Background: an optimization exercise with open tools, aiming at small area, a short achievable clock period and few clock cycles per item. Do not read the settings as production practice. The RTL was checked by simulation tests, not by an equivalence proof against the original design. Power figures rest on the tool's default switching activity, not on a simulated workload.

===== flow/design.v =====
module cap_meas (
    input  wire               clk,
    input  wire               rst,
    input  wire               start,
    input  wire signed [13:0] top,
    input  wire signed [13:0] base,
    output wire               ready,
    input  wire               in_valid,
    input  wire               in_last,
    input  wire signed [13:0] in_code,
    output reg                done,
    output reg  signed [13:0] res_min,
    output reg  signed [13:0] res_max,
    output wire signed [31:0] res_mean,
    output wire        [31:0] res_rms,
    output wire        [31:0] res_period,
    output wire        [47:0] res_freq,
    output reg         [14:0] res_ampl,
    output wire        [31:0] res_rise,
    output wire        [31:0] res_fall,
    output wire        [31:0] res_over,
    output reg         [9:0]  res_none
);
    localparam [63:0] C5 = 64'd30517578125;
    reg busy_s;       
    reg s_end;        
    reg first;        
    wire take = start & ~busy_s;
    assign ready = ~busy_s;
    reg        [4:0]  pv, pl;     
    reg signed [13:0] x0r, x1r, x2r, xA, xB;
    always @(posedge clk) begin
        if (rst) begin
            pv <= 5'd0;
            pl <= 5'd0;
        end else begin
            pv <= {pv[3:0], in_valid};
            pl <= {pl[3:0], in_valid & in_last};
        end
        x0r <= in_code;
        x1r <= x0r;
        x2r <= x1r;
        xA  <= x2r;
        xB  <= xA;
    end
    wire vA = pv[3];
    wire vB = pv[4];
    wire lB = pl[4];
    reg signed [13:0] top_r, base_r;
    always @(posedge clk)
        if (take) begin
            top_r  <= top;
            base_r <= base;
        end
    reg signed [14:0] l1_d;
    reg        [15:0] l1_u;
    always @(posedge clk) begin
        l1_d <= top_r - base_r;
        l1_u <= top_r - base_r + 16'sd16395;
    end
    reg [21:0] l2_b;
    wire [17:0] u3 = {2'b00, l1_u} + {1'b0, l1_u, 1'b0};
    always @(posedge clk)
        l2_b <= {4'd0, u3} + {u3, 4'd0};
    wire [31:0] p10 = {l2_b[21:0], 10'd0} + {8'd0, l2_b, 2'b00} + {16'd0, l1_u};
    reg  [11:0] l3_q;             
    reg         l3_nz;            
    always @(posedge clk) begin
        l3_q  <= p10[30:19];
        l3_nz <= |p10[18:15];
    end
    reg signed [15:0] v_low, v_mid, v_high;
    reg        [9:0]  hc;
    reg               d_pos;
    wire [9:0] h_w = (l1_d >= 15'sd128) ? l1_d[13:4] : 10'd8;
    always @(posedge clk) begin
        v_low  <= base_r + $signed({4'd0, l3_q}) - 16'sd1639;
        v_mid  <= base_r + (($signed({l1_d[14], l1_d}) + 16'sd1) >>> 1);
        v_high <= top_r - $signed({4'd0, l3_q}) + 16'sd1640 - $signed({15'd0, l3_nz});
        hc     <= h_w[9:1] + {8'd0, h_w[0]};
        d_pos  <= (l1_d > 15'sd0);
    end
    wire signed [15:0] hcs  = {6'd0, hc};
    wire signed [15:0] nhcs = -hcs;
    reg signed [15:0] e_low, e_mid, e_high;
    reg        [26:0] sqB;
    wire [13:0] ax = xA[13] ? (14'd0 - xA) : xA;
    wire [27:0] sq_w = ax * ax;
    always @(posedge clk) begin
        e_low  <= xA - v_low;
        e_mid  <= xA - v_mid;
        e_high <= xA - v_high;
        sqB    <= sq_w[26:0];
    end
    wire ge_l = (e_low  >= hcs), le_l = (e_low  <= nhcs);
    wire ge_m = (e_mid  >= hcs), le_m = (e_mid  <= nhcs);
    wire ge_h = (e_high >= hcs), le_h = (e_high <= nhcs);
    reg s_low, s_mid, s_high;
    wire ev   = vB & ~first;
    wire r_l  = ev & ~s_low  & ge_l;
    wire f_l  = ev &  s_low  & le_l;
    wire r_m  = ev & ~s_mid  & ge_m;
    wire f_m  = ev &  s_mid  & le_m;
    wire r_h  = ev & ~s_high & ge_h;
    wire f_h  = ev &  s_high & le_h;
    reg        [15:0] cnt;        
    reg        [15:0] mcnt;       
    reg signed [13:0] mn, mx, prev;
    reg        [29:0] sum_o;      
    reg        [41:0] sumsq;
    reg               lc_ok, hc_ok, rise_ok, fall_ok;
    reg [15:0] sk [0:5];
    reg [13:0] sa [0:5];          
    reg [13:0] sb [0:5];          
    reg [5:0]  sval, sfd;         
    wire       mid_first = r_m & (mcnt == 16'd0);
    wire       rise_done = r_h & ~rise_ok & (lc_ok | r_l);
    wire       fall_done = f_l & ~fall_ok & (hc_ok | f_h);
    wire [5:0] swr = {fall_done,
                      f_h & ~fall_ok,
                      rise_done,
                      r_l & ~rise_ok,
                      r_m,
                      mid_first};
    wire need_m = (mcnt >= 16'd2);
    wire need_r = rise_ok & d_pos;
    wire need_f = fall_ok & d_pos;
    reg        fld;               
    reg        fb;                
    reg [2:0]  fsel;
    reg [3:0]  fit;
    reg [15:0] frem;
    reg [14:0] fden;
    reg [7:0]  fq;
    wire [5:0] sfin  = {fall_ok, fall_ok, rise_ok, rise_ok, 1'b0, 1'b1};
    wire [5:0] sneed = {need_f, need_f, need_r, need_r, need_m, need_m};
    wire [5:0] selig = sval & ~sfd & (s_end ? sneed : 6'b111111);
    wire [5:0] sfinal = selig & sfin;
    reg  [2:0] fpick;
    reg        fany;
    always @(*) begin
        fany  = 1'b1;
        fpick = 3'd0;
        if      (sfinal[0]) fpick = 3'd0;
        else if (sfinal[3]) fpick = 3'd3;
        else if (sfinal[2]) fpick = 3'd2;
        else if (sfinal[5]) fpick = 3'd5;
        else if (sfinal[4]) fpick = 3'd4;
        else if (selig[1])  fpick = 3'd1;
        else if (selig[2])  fpick = 3'd2;
        else if (selig[4])  fpick = 3'd4;
        else                fany  = 1'b0;
    end
    reg signed [15:0] f_lv;
    reg               f_rise;
    always @(*) begin
        case (fsel)
            3'd0, 3'd1: begin f_lv = v_mid;  f_rise = 1'b1; end
            3'd2:       begin f_lv = v_low;  f_rise = 1'b1; end
            3'd3:       begin f_lv = v_high; f_rise = 1'b1; end
            3'd4:       begin f_lv = v_high; f_rise = 1'b0; end
            default:    begin f_lv = v_low;  f_rise = 1'b0; end
        endcase
    end
    wire signed [13:0] f_a = sa[fsel];
    wire signed [13:0] f_b = sb[fsel];
    wire signed [16:0] f_num = f_rise ? (f_lv - f_a) : (f_a - f_lv);
    wire        [14:0] f_den = f_rise ? (f_b - f_a) : (f_a - f_b);
    wire [16:0] frem2 = {frem, 1'b0};
    wire [16:0] fsub  = frem2 - {2'b00, fden};
    wire        fbit  = ~fsub[16];
    wire [8:0]  q9    = {fq, fbit};
    wire [8:0]  frac  = {1'b0, q9[8:1]} + {8'd0, q9[0]};
    wire        fabort = (fld | fb) & (swr[fsel] | (s_end & ~sneed[fsel]));
    wire        ffin   = fb & (fit == 4'd8) & ~fabort;
    localparam P_IDLE = 3'd0, P_MSQ = 3'd1, P_MEAN = 3'd2, P_OVER = 3'd3,
               P_PER = 3'd4, P_FMUL = 3'd5, P_FDIV = 3'd6;
    reg  [2:0]  pst;
    reg         pld;              
    reg  [5:0]  pit;
    reg  [23:0] R;
    reg  [23:0] DV;
    reg  [47:0] NS;               
    reg  [29:0] so_c;             
    reg  [14:0] u_c;              
    reg  [13:0] d_c;              
    reg  [13:0] df_c;             
    reg         per_ok, ov_ok;
    reg  [29:0] mq;               
    reg  [29:0] root;             
    reg  [31:0] srem;
    reg  [1:0]  qpair;
    reg         sq_go;
    reg  [15:0] mcar;             
    reg  [23:0] per_r;            
    reg  [29:0] ovr_r;            
    reg  [23:0] rise_r, fall_r;
    wire fr_ok  = (~need_m | (sfd[0] & sfd[1])) &
                  (~need_r | (sfd[2] & sfd[3])) &
                  (~need_f | (sfd[4] & sfd[5]));
    wire hand   = s_end & fr_ok & (pst == P_IDLE) & ~done;
    function [23:0] tdiff;
        input [15:0] kp, kn;
        input [8:0]  fp, fn;
        reg   [23:0] x;
        reg   [1:0]  c;
        begin
            x = {kp, fp[7:0]} - {kn, fn[7:0]};
            c = {1'b0, fp[8]} - {1'b0, fn[8]};
            tdiff = x + {{14{c[1]}}, c, 8'd0};
        end
    endfunction
    wire [23:0] span_w = tdiff(sk[1], sk[0], sa[1][8:0], sa[0][8:0]);
    wire [23:0] rise_w = tdiff(sk[3], sk[2], sa[3][8:0], sa[2][8:0]);
    wire [23:0] fall_w = tdiff(sk[5], sk[4], sa[5][8:0], sa[4][8:0]);
    integer i;
    always @(posedge clk) begin
        if (rst) begin
            busy_s <= 1'b0;
            s_end  <= 1'b0;
            first  <= 1'b0;
            fld    <= 1'b0;
            fb     <= 1'b0;
        end else begin
            if (take) begin
                busy_s  <= 1'b1;
                first   <= 1'b1;
                s_end   <= 1'b0;
            end
            if (vB) first <= 1'b0;
            if (vB & lB) s_end <= 1'b1;
            if (hand) begin
                busy_s <= 1'b0;
                s_end  <= 1'b0;
            end
            if (take | fabort) begin
                fld <= 1'b0;
                fb  <= 1'b0;
            end else if (fld) begin
                fld <= 1'b0;
                fb  <= 1'b1;
            end else if (fb) begin
                if (ffin) fb <= 1'b0;
            end else if (fany & busy_s) begin
                fld <= 1'b1;
            end
        end
        if (take) begin
            cnt     <= 16'd0;
            mcnt    <= 16'd0;
            lc_ok   <= 1'b0;
            hc_ok   <= 1'b0;
            rise_ok <= 1'b0;
            fall_ok <= 1'b0;
        end
        if (vB) begin
            cnt   <= cnt + 16'd1;
            prev  <= xB;
            sum_o <= first ? {16'd0, ~xB[13], xB[12:0]} : sum_o + {16'd0, ~xB[13], xB[12:0]};
            sumsq <= first ? {15'd0, sqB} : sumsq + {15'd0, sqB};
            if (first || xB < mn) mn <= xB;
            if (first || xB > mx) mx <= xB;
            if (first) begin
                s_low  <= ~e_low[15];
                s_mid  <= ~e_mid[15];
                s_high <= ~e_high[15];
            end else begin
                if (r_l) s_low  <= 1'b1;
                if (f_l) s_low  <= 1'b0;
                if (r_m) s_mid  <= 1'b1;
                if (f_m) s_mid  <= 1'b0;
                if (r_h) s_high <= 1'b1;
                if (f_h) s_high <= 1'b0;
            end
            if (r_m) mcnt <= mcnt + 16'd1;
            if (!rise_ok) begin
                if (r_l) lc_ok <= 1'b1;
                else if (f_l) lc_ok <= 1'b0;
            end
            if (!fall_ok) begin
                if (f_h) hc_ok <= 1'b1;
                else if (r_h) hc_ok <= 1'b0;
            end
            if (rise_done) rise_ok <= 1'b1;
            if (fall_done) fall_ok <= 1'b1;
        end
        for (i = 0; i < 6; i = i + 1) begin
            if (swr[i]) begin
                sk[i] <= cnt;
                sa[i] <= prev;
                sb[i] <= xB;
            end else if (ffin && fsel == i) begin
                sa[i] <= {5'd0, frac};
            end
        end
        if (take) begin
            sval <= 6'd0;
            sfd  <= 6'd0;
        end else begin
            sval <= sval | swr;
            sfd  <= (sfd & ~swr) | (ffin ? (6'd1 << fsel) : 6'd0);
        end
        if (!fld && !fb) fsel <= fpick;
        if (fld) begin
            fit  <= 4'd0;
            frem <= f_num[16] ? 16'd0 : f_num[15:0];
            fden <= f_den;
        end else begin
            fit  <= fit + 4'd1;
            frem <= fbit ? fsub[15:0] : frem2[15:0];
            fq   <= q9[7:0];
        end
    end
    wire [24:0] dsub = {R, NS[47]} - {1'b0, DV};
    wire        qbit = ~dsub[24];
    wire [23:0] R_n  = qbit ? dsub[23:0] : {R[22:0], NS[47]};
    wire [32:0] strial = {srem[30:0], qpair} - {1'b0, root, 2'b01};
    wire        cbit = C5[pit];
    wire [15:0] msum = mcar + (cbit ? {1'b0, u_c} : 16'd0);
    wire [24:0] spanp = {1'b0, per_r} + {11'd0, u_c[14:1]};
    always @(posedge clk) begin
        done <= 1'b0;
        if (rst) begin
            pst   <= P_IDLE;
            sq_go <= 1'b0;
        end else begin
            if (hand) begin
                pst     <= P_MSQ;
                pit     <= 6'd0;
                R       <= {9'd0, sumsq[41:27]};
                NS      <= {sumsq[26:0], 21'd0};
                DV      <= {8'd0, cnt};
                so_c    <= sum_o;
                u_c     <= mcnt[14:0] - 15'd1;
                d_c     <= l1_d[13:0];
                df_c    <= mx - top_r;
                per_ok  <= need_m;
                ov_ok   <= d_pos & (mx > top_r);
                res_min <= mn;
                res_max <= mx;
                res_ampl <= mx - mn;
                rise_r  <= need_r ? rise_w : 24'd0;
                fall_r  <= need_f ? fall_w : 24'd0;
                per_r   <= span_w;
                res_none <= {~d_pos, ~need_f, ~need_r, 1'b0, ~need_m, ~need_m, 4'b0000};
                root    <= 30'd0;
                srem    <= 32'd0;
                qpair   <= 2'b00;
                sq_go   <= 1'b0;
            end else begin
                case (pst)
                    P_MSQ: begin
                        pit   <= pit + 6'd1;
                        R     <= R_n;
                        NS    <= {NS[46:0], 1'b0};
                        qpair <= {qpair[0], qbit};
                        sq_go <= ~pit[0];
                        if (pit == 6'd58) begin
                            pst <= P_MEAN;
                            pld <= 1'b1;
                        end
                    end
                    P_MEAN: begin
                        sq_go <= 1'b0;
                        if (pld) begin
                            pld <= 1'b0;
                            pit <= 6'd0;
                            R   <= {8'd0, so_c[29:14]};
                            NS  <= {so_c[13:0], 1'b0, DV[15:1], 18'd0};
                        end else begin
                            pit <= pit + 6'd1;
                            R   <= R_n;
                            NS  <= {NS[46:0], 1'b0};
                            mq  <= {mq[28:0], qbit};
                            if (pit == 6'd29) begin
                                pst <= P_OVER;
                                pld <= 1'b1;
                            end
                        end
                    end
                    P_OVER: begin
                        if (pld) begin
                            pld <= 1'b0;
                            pit <= 6'd0;
                            R   <= 24'd0;
                            NS  <= {df_c, 3'd0, d_c[13:1], 18'd0};
                            DV  <= {10'd0, d_c};
                            if (!ov_ok) begin
                                ovr_r <= 30'd0;
                                pst   <= P_PER;
                                pld   <= 1'b1;
                            end
                        end else begin
                            pit   <= pit + 6'd1;
                            R     <= R_n;
                            NS    <= {NS[46:0], 1'b0};
                            ovr_r <= {ovr_r[28:0], qbit};
                            if (pit == 6'd29) begin
                                pst <= P_PER;
                                pld <= 1'b1;
                            end
                        end
                    end
                    P_PER: begin
                        if (pld) begin
                            pld <= 1'b0;
                            pit <= 6'd0;
                            R   <= 24'd0;
                            NS  <= {spanp, 23'd0};
                            DV  <= {9'd0, u_c};
                            if (!per_ok) begin
                                per_r <= 24'd0;
                                NS    <= 48'd0;
                                pst   <= P_IDLE;
                                done  <= 1'b1;
                            end
                        end else begin
                            pit <= pit + 6'd1;
                            R   <= R_n;
                            NS  <= {NS[46:0], qbit};
                            if (pit == 6'd24) begin
                                per_r <= {NS[22:0], qbit};
                                DV    <= per_r;
                                pst   <= P_FMUL;
                                pld   <= 1'b1;
                            end
                        end
                    end
                    P_FMUL: begin
                        if (pld) begin
                            pld  <= 1'b0;
                            pit  <= 6'd0;
                            mcar <= {14'd0, DV[23:22]};
                            NS[20:0] <= DV[21:1];
                        end else begin
                            pit  <= pit + 6'd1;
                            mcar <= {1'b0, msum[15:1]};
                            {R, NS[47:21]} <= {msum[0], R, NS[47:22]};
                            if (pit == 6'd50) begin
                                pst <= P_FDIV;
                                pit <= 6'd0;
                            end
                        end
                    end
                    P_FDIV: begin
                        pit <= pit + 6'd1;
                        R   <= R_n;
                        NS  <= {NS[46:0], qbit};
                        if (pit == 6'd47) begin
                            pst  <= P_IDLE;
                            done <= 1'b1;
                        end
                    end
                    default: ;
                endcase
            end
            if (sq_go) begin
                if (!strial[32]) begin
                    srem <= strial[31:0];
                    root <= {root[28:0], 1'b1};
                end else begin
                    srem <= {srem[29:0], qpair};
                    root <= {root[28:0], 1'b0};
                end
            end
        end
    end
    assign res_mean   = {{3{~mq[29]}}, mq[28:0]};
    assign res_rms    = {2'b00, root};
    assign res_period = {8'd0, per_r};
    assign res_freq   = NS;
    assign res_rise   = {8'd0, rise_r};
    assign res_fall   = {8'd0, fall_r};
    assign res_over   = {2'b00, ovr_r};
endmodule

===== flow/run.sh =====
#!/bin/bash
# synth_recipe.tcl (not shown) runs the flow's synth.tcl, then flattens the netlist and writes it again
# the make line also repeats each setting of config.mk as NAME=value (left out here)
make -C /OpenROAD-flow-scripts/flow DESIGN_CONFIG=/design/flow/config.mk WORK_HOME=/design/flow/orfs CLKGATE_MAP_FILE= SYNTH_SCRIPT=/design/flow/synth_recipe.tcl finish

===== flow/config.mk =====
export PLATFORM = sky130hd
export DESIGN_NAME = cap_meas
export DESIGN_NICKNAME = cap_meas
export VERILOG_FILES = /design/flow/design.v
export SDC_FILE = /design/flow/constraint.sdc
export NUM_CORES = 4
export LEC_CHECK = 0
export CAP_MARGIN = 20
export CORE_MARGIN = 2
export CORE_UTILIZATION = 40
export SLEW_MARGIN = 20

===== flow/constraint.sdc =====
create_clock -name core_clock -period 14.0 [get_ports {clk}]
set_input_delay 2.8000 -clock core_clock [delete_from_list [all_inputs] [get_ports {clk}]]
set_output_delay 2.8000 -clock core_clock [all_outputs]
set_load 0.01 [all_outputs]

==> flow_summary.yaml <==
outcome:
  outcome: "timing/DRC/antenna clean"
logic_synthesis:
  synth_largest_area_cell: "edfxtp_1"
  synthCells: 7499
  ys.flop_type: "edfxtp_1"
  yosys_warnings: 4
  ys_seq_area_share_pct: 43.55
  ys_types: 104
  synth_top_area_share_pct: 34.68
  synth.avg_cell_area_um2: 10.23
  synth-edff-count: 886
  synth_area_leaders: "edfxtp_1, ha_1, dfxtp_1"
  ys_seq_elements: 1226
  async_flop_share_pct: 0
  syn_area_um2: 76720
finish:
  layout_commonest_cell: "edfxtp_1"
  instances_no_fill: 10446
  mostFrequentLayoutCells: "edfxtp_1, inv_1, ha_1, nor2_1, nand2_1"
  area_growth_pct: 13.86
  drive_gt1_share_pct: 5.572
  nets: 8796
worst_setup_path:
  rr_worst_depth: 27
  cp.arrival_ns: 9.53
  worst-path-buf-inv: 7
  critPathTopFamily: "adder cells"
  path_class: "register to register"
  setup.worst_path.start_class: "register"
  worst-path-max-fanout: 13
  cp_slowest_cell: "dfxtp_1"
  endpoint: "sqB[25]$_DFF_P_"
  cp.depth: 27
  r2r_end: "sqB[25]$_DFF_P_"
  worstSetupEndpointType: "register"
  crit_required_ns: 14.74
  cp_common_cell: "fa_1"
  r2r-start: "xA[0]$_DFF_P_"
  startpoint: "xA[0]$_DFF_P_"
  reg2reg_setup_slack_ns: 5.21
  slowest_delay_ns: 0.61
clock_tree:
  cts-root-buf: "clkbuf_16"
  clock_path_buffers: 3
  post_cts_buffers: 0
  cts_tree: "yes"
  clkLatencyLatePin_ns: 0.80
  clk_pin_slew_ns: 0.06
  cts_sinks: 1226
  cts-htree-levels: 4
  cts_resized: 0
  cts-buffers-inserted: 144
  cts_hold_buffers: 0
sta:
  rsz0062_at_grt: "false"
  holdWs_ns: 0.2857
  finalSetupTns_ns: 0
  tightest_slew_ns: 1.319
  fmax_ghz: 0.1138
  finalCritPeriodShare_pct: 62.79
  postLayoutSetupSlackWorst_ns: 5.209
  finalMaxSlewViolations: 0
  slew_headroom_pct: 11.14
  fin_worst_skew_ns: 0.03670
  period_minus_slack_ns: 8.791
  finalHoldViolCount: 0
  finalSetupViolations: 0
floorplanning:
  initial_core_util_pct: 40.30
  die_w_um: 441.9
  design.die.area_um2: 195300
  ios: 342
  num_rows: 160
  die_y_um: 441.9
  core_um2: 190400
placed_design:
  place_inst: 10178
  routabilityCongestion: 0.9273
  io_buffers: 308
  dp_hpwl_um: 174300
  pre_cts_ws_ns: 5.232
route:
  drt-total-wl_um: 227600
  drc: 0
  dr.pass1.iters: 7
  routedWlPerCell_um: 21.79
  vias: 57014
  routed_via_density: 5.458
  ant_nets: 0
  drt-initial-drc-count: 4671
global_routing:
  antenna_found_initial: 6
  grt_max_degree: 118
  grt_usage_pct: 22.86
  grt-ovfl-total: 0
  grt_pass1_vias: 56255
  grt_pass1_wl_um: 343300
pwr:
  power_w: 0.01526
  power_density_nw_per_um2: 174.7
  leakagePower_nw: 36.36
  vdd.ir_drop.worst_v: 0.0002854
min_path:
  hp-class: "register to register"
job:
  max_cap_viol_count: 0
area by class of cell:
class                      count  area (µm²)
antenna                        2       5.005
clock buffer                 192        3990
clock inverter                74       825.8
fill                       17775      103000
inverter                     843        3166
multi-input combinational   5200       39030
sequential                  1226       33420
tap                         2511        3142
timing repair buffer         398        3766
metal layers:
layer	global-route usage (%)	part of all wire, %	routed length [µm]	vias up
met5	0	0	0	-
met1	29.39	42	95410	27743
met4	9.611	4.5	10310	0
met3	3.443	6.1	13920	395
li1	-	-	-	27015
met2	38.32	47	108000	1861
how the worst min path moves through the flow:
stage | start | end | slack, ns | cells after the start
2_1_floorplan | x0r[0]$_DFF_P_ | x1r[0]$_DFF_P_ | 0.31 | 0
3_3_place_gp | x1r[12]$_DFF_P_ | x2r[12]$_DFF_P_ | 0.31 | 0
3_5_place_dp | x1r[12]$_DFF_P_ | x2r[12]$_DFF_P_ | 0.31 | 0
4_1_cts | x2r[11]$_DFF_P_ | xA[11]$_DFF_P_ | 0.29 | 0
5_1_grt | x2r[11]$_DFF_P_ | xA[11]$_DFF_P_ | 0.30 | 0
6_report | x2r[11]$_DFF_P_ | xA[11]$_DFF_P_ | 0.29 | 0
synth_stat cells, types with 43 or more instances:
master,count
a31oi_1,65
nor3_1,120
xnor2_1,302
and3_1,55
o21ai_0,350
a211oi_1,66
buf_4,69
o21a_1,74
inv_1,830
a22oi_1,53
edfxtp_1,886
a21o_1,144
nor2b_1,128
clkbuf_1,151
nand2b_1,53
nand3_1,170
o21bai_1,58
a21oi_1,390
and2_1,48
a221oi_1,43
xor2_1,168
dfxtp_1,340
nand2_1,490
mux2i_1,131
nor2_1,715
fa_1,205
ha_1,731
or3_1,49
state kept, by name (all words and copies together) (netlist names), 24 cells and up:
register / flops
sumsq: 42
sum_o: 30
sk: 96
so_c: 30
fall_r: 24
R: 24
sqB: 25
rise_r: 24
per_r: 24
srem: 31
sa: 84
root: 30
mq: 30
NS: 48
DV: 24
sb: 84
ovr_r: 30
logic make-up after synthesis:
| family | Yosys count | share of synthesized area, % |
|---|---|---|
| AOI/OAI and AO/OA | 1587 | 13.45 |
| and+or+nand+nor | 1988 | 12.05 |
| adders and majority gates | 936 | 17.27 |
| muxes | 174 | 2.344 |
| buffers and inverters | 1114 | 5.901 |
| xor gates and xnor gates | 472 | 5.423 |
| other | 2 | 0.009789 |
| DFF | 1226 | 43.55 |
power by group:
group	switching, W	internal [W]
sequential	0.000367	0.00436
clock	0.00160	0.00226
combinational	0.00381	0.00288
through the flow:
stage	cell area, µm²	util, %
after detailed placement	82520	43.35
after CTS	87340	45.88
final	87350	45.88
after floorplan	76870	-
after global routing	87350	45.88
after global placement	82520	43.35
worst reg2reg max path, cell delays in order, from the launching register on:
cell,delay [ns]
dfxtp_1,0.61
inv_2,0.23
ha_1,0.28
nand2_1,0.13
o21ai_0,0.13
xor2_1,0.57
clkinv_1,0.55
nand2_1,0.27
inv_1,0.08
fa_1,0.53
inv_1,0.05
fa_1,0.50
inv_1,0.05
fa_1,0.51
fa_1,0.44
fa_1,0.54
inv_1,0.05
fa_1,0.53
inv_1,0.04
ha_1,0.34
a2111o_1,0.42
or4_1,0.43
nor3_2,0.20
o31ai_1,0.27
a2111o_1,0.46
a31o_2,0.25
a21oi_2,0.14
xnor2_1,0.12
Testbench counts, summed over its fixed seeds: cycles 144,040, records 256.

-- static timing again, ports no longer ideal --
How much do the figures lean on ideal ports? The routed layout below was timed once more, with nothing changed but the port constraints. Step 1 (the two cells are an assumption about what drives the block):
set clk [get_ports {clk}]
set_driving_cell -lib_cell sky130_fd_sc_hd__clkbuf_16 $clk
set_driving_cell -lib_cell sky130_fd_sc_hd__buf_2 [delete_from_list [all_inputs] $clk]
Step 2 also shifts input and output timing later by t, the mid clock arrival at the registers, as if the neighbouring blocks saw the same clock. Slacks: ideal / step 1 / step 2; pairs: ideal / step 1.
t (ns): 0.871
setup WS [ns]: 5.209 / 5.209 / 5.209
clock arrival spread, ns: 0.039 / 0.039
After both steps setup and hold are still met in this run. The setup slack of this run moves by 0.000 ns with the drivers and by 0.000 ns with both steps.
